Source: an optimization exercise on an open RTL-to-GDS flow (aim: small area and a short achievable clock period). Production flows keep margins and buffers that such runs may drop.
Only simulation tests tie the RTL to the original design; equivalence was not proved.
Power figures rest on the tool's default switching activity, not on a simulated workload.

v21:
// red_combine
module red_combine (
    input  wire        clk,
    input  wire        rst,
    input  wire        in_valid,
    input  wire [31:0] in_a,
    input  wire [31:0] in_b,
    input  wire [1:0]  in_op,
    input  wire [1:0]  in_rmode,
    input  wire [15:0] in_rand,
    output reg         out_valid,
    output reg  [31:0] out_res
);
For scale: about 2300 cells after synthesis, roughly 210 flip-flops.
export LEC_CHECK = 0
export ABC_AREA = 1
export CAP_MARGIN = 20
export CORE_MARGIN = 2
export CORE_UTILIZATION = 60
export CTS_BUF_LIST = sky130_fd_sc_hd__clkbuf_16
export CTS_CLUSTER_DIAMETER = 100
export CTS_CLUSTER_SIZE = 30
export SLEW_MARGIN = 20
create_clock -name core_clock -period 32.0 [get_ports {clk}]
standard.sh (not shown) runs the stock make flow with config.mk's settings and CLKGATE_MAP_FILE= SYNTH_SCRIPT=/design/flow/synth_recipe.tcl, a recipe that flattens the netlist after the stock synthesis.
==> flow/flow/run.sh <==
#!/bin/bash
# The standard ORFS layout (standard.sh, standard synthesis unchanged) with two changes
# to how the layout is made; the clock, its period and the constraints stay the design's:
#  - repair_timing is asked for extra setup slack (flow/setup_margin, in ns), so that it
#    sizes and buffers the logic for a shorter period than the constraint's;
#  - port buffers (every input and output still gets one) use flow/port_buffer.
set -euo pipefail
MARGIN=$(cat flow/setup_margin)
PBUF=$(cat flow/port_buffer)
sed "s|CLKGATE_MAP_FILE= |CLKGATE_MAP_FILE= SETUP_SLACK_MARGIN=$MARGIN 'BUFFER_PORTS_ARGS=-buffer_cell $PBUF' |" \
    standard.sh > standard_tuned.sh
bash standard_tuned.sh > flow_make.log 2>&1
==> flow/flow/port_buffer <==
sky130_fd_sc_hd__buf_1
==> flow/flow/setup_margin <==
24.05
Both conditions hold for v21: the flow ran to the end and the final layout passed the timing, design-rule and antenna checks.
#### Input delta (v10 over v21)
- a change of CTS_CLUSTER_DIAMETER from 100 to 200
==> flow/flow/setup_margin <==
24.2
Findings:
Global-route met2 utilization, v10 and v21: larger value in v21
Sort v10 and v21 by maximum ir drop on the vdd rail, ascending, and v10 comes first.
Row slew of the pin with the lowest slew margin: v10 lower / v21 higher
The fraction of area in registers of v21 and that of v10 are within noise of each other.
Diff v21 -> v10: total power fell 0.0051 mW, share of the synthesized netlist area taken by xor and xnor gates closely matched the old numbers.
[v10] power density relative to cell area fell 0.47 nW/µm² relative to v21
The higher total length of routed wires of v10 and v21 is in v10.
Summary of the comparison: buffer and inverter count on the worst path is lower in v10, relative to v21.
Across both runs, fraction of area in multi-input gates was higher for v10 than for v21.
[inputs] v11 vs v10
- changing CTS_CLUSTER_DIAMETER from 200 to 100
==> flow/flow/run.sh <==
#!/bin/bash
# The standard ORFS layout (standard.sh, standard synthesis unchanged) with two changes
# to how the layout is made; the clock, its period and the constraints stay the design's:
#  - repair_timing is asked for extra setup slack (flow/setup_margin, in ns), so that it
#    sizes and buffers the logic for a shorter period than the constraint's;
#  - repair_timing does not clone gates;
#  - port buffers (every input and output still gets one) use flow/port_buffer.
set -euo pipefail
MARGIN=$(cat flow/setup_margin)
PBUF=$(cat flow/port_buffer)
sed "s|CLKGATE_MAP_FILE= |CLKGATE_MAP_FILE= SETUP_SLACK_MARGIN=$MARGIN SKIP_GATE_CLONING=1 'BUFFER_PORTS_ARGS=-buffer_cell $PBUF' |" \
    standard.sh > standard_tuned.sh
bash standard_tuned.sh > flow_make.log 2>&1
==> summary.txt <==
Compared v10 against v11; power in sequential cells within noise. Taking v10 as the reference, in v11 combinational power neither gained nor lost much; worst supply voltage drop on vdd picked up an extra about 4%; final critical-path setup slack picked up an extra 27 ps.
Input-level comparison between v59 and v11:
- an added PLACE_DENSITY of 0.85
==> flow/flow/run.sh <==
#!/bin/bash
# The standard ORFS layout (standard.sh, standard synthesis unchanged) with two changes
# to how the layout is made; the clock, its period and the constraints stay the design's:
#  - repair_timing is asked for extra setup slack (flow/setup_margin, in ns), so that it
#    sizes and buffers the logic for a shorter period than the constraint's;
#  - port buffers (every input and output still gets one) use flow/port_buffer.
set -euo pipefail
MARGIN=$(cat flow/setup_margin)
PBUF=$(cat flow/port_buffer)
sed "s|CLKGATE_MAP_FILE= |CLKGATE_MAP_FILE= SETUP_SLACK_MARGIN=$MARGIN 'BUFFER_PORTS_ARGS=-buffer_cell $PBUF' |" \
    standard.sh > standard_tuned.sh
bash standard_tuned.sh > flow_make.log 2>&1
### Flow results
The setup clock skew after layout reported for v59 is greater than that of v11 by 7.5 ps.
v59 — minimum period implied by the final worst setup slack 110 ps higher, v11 as reference
Side by side, final clock period utilization by the worst path turned out higher in v59 than in v11.
Total die area: v11 vs v59 identical
Diff v11 -> v59: switching portion of total power increased by 0.24 points relative to the old numbers, minimum setup slack in the final design decreased by 110 ps relative to the old numbers, clock-cell share of area decreased by 0.21 points relative to the old numbers.
Lower worst vdd rail ir drop was reported by v11, not v59.
For number of iterations in the first detailed-routing pass, v59 and v11 come out practically identical.

* * *

red_combine again, from the RTL that the note above started with.
Settings: LEC_CHECK=0, ABC_AREA=1, CAP_MARGIN=20, CORE_MARGIN=2, CORE_UTILIZATION=60, GPL_ROUTABILITY_DRIVEN=0, SLEW_MARGIN=20; clock period 32.0 ns.
==> flow/flow/run.sh <==
#!/bin/bash
# The standard ORFS layout (standard.sh, standard synthesis unchanged) with two changes
# to how the layout is made; the clock, its period and the constraints stay the design's:
#  - repair_timing is asked for extra setup slack (flow/setup_margin, in ns), so that it
#    sizes and buffers the logic for a shorter period than the constraint's;
#  - port buffers (every input and output still gets one) use flow/port_buffer.
set -euo pipefail
MARGIN=$(cat flow/setup_margin)
PBUF=$(cat flow/port_buffer)
sed "s|CLKGATE_MAP_FILE= |CLKGATE_MAP_FILE= SETUP_SLACK_MARGIN=$MARGIN 'BUFFER_PORTS_ARGS=-buffer_cell $PBUF' |" \
    standard.sh > standard_tuned.sh
bash standard_tuned.sh > flow_make.log 2>&1
==> flow/flow/setup_margin <==
24.2
Scripts as last shown in full above: flow/flow/port_buffer
The first run ran to the end with no violations.
==> next run, changes <==
--- a/flow/config.mk
+++ b/flow/config.mk
@@ -11,3 +11,5 @@
 export CORE_UTILIZATION = 60
-export GPL_ROUTABILITY_DRIVEN = 0
+export CTS_BUF_LIST = sky130_fd_sc_hd__clkbuf_16
+export CTS_CLUSTER_DIAMETER = 100
+export CTS_CLUSTER_SIZE = 30
 export SLEW_MARGIN = 20
Outcome: Design area goes down by a few percent. Worst setup slack improved by 0.017 ns. Via count decreases slightly. Clock-buffer cell count decreases by 20. Total power fell by a few percent.

-- afterwards: timing with drivers on the ports --
No port has a modelled driver above. Below, the same layouts with a new extraction and two added sets of constraints. Step 1, drivers: a clkbuf_16 drives clk and a buf_2 each remaining input, both assumed. Step 2, shift: input delay + t, output delay - t, t = (earliest + latest rising clock arrival at the registers) / 2. This alone moves slack from input paths to output paths. a / b / c = ideal / step 1 / step 2; a / b = the first two.
run | shift t [ns] | setup slack, ns | worst hold slack (ns) | worst setup path after step 2 | worst register clock-pin slew, ns
v21 | 0.520 | 24.169 / 24.198 / 23.678 | 0.333 / 0.333 / 0.333 | input to register | 0.12 / 0.12
v10 | 0.523 | 24.262 / 24.279 / 23.756 | 0.338 / 0.338 / 0.338 | input to register | 0.12 / 0.12
v11 | 0.538 | 24.288 / 24.314 / 23.776 | 0.329 / 0.329 / 0.329 | input to register | 0.11 / 0.11
v59 | 0.526 | 24.175 / 24.187 / 23.662 | 0.307 / 0.307 / 0.307 | input to register | 0.11 / 0.11
the first run of note 2 | 0.556 | 24.271 / 24.284 / 23.728 | 0.319 / 0.319 / 0.319 | input to register | 0.06 / 0.06
the second run of note 2 | 0.538 | 24.288 / 24.314 / 23.776 | 0.329 / 0.329 / 0.329 | input to register | 0.11 / 0.11
After both steps every run listed still meets setup and hold. The setup slack of the first run of note 2, which loses most, moves by +0.013 ns with the drivers and by -0.543 ns with both steps.
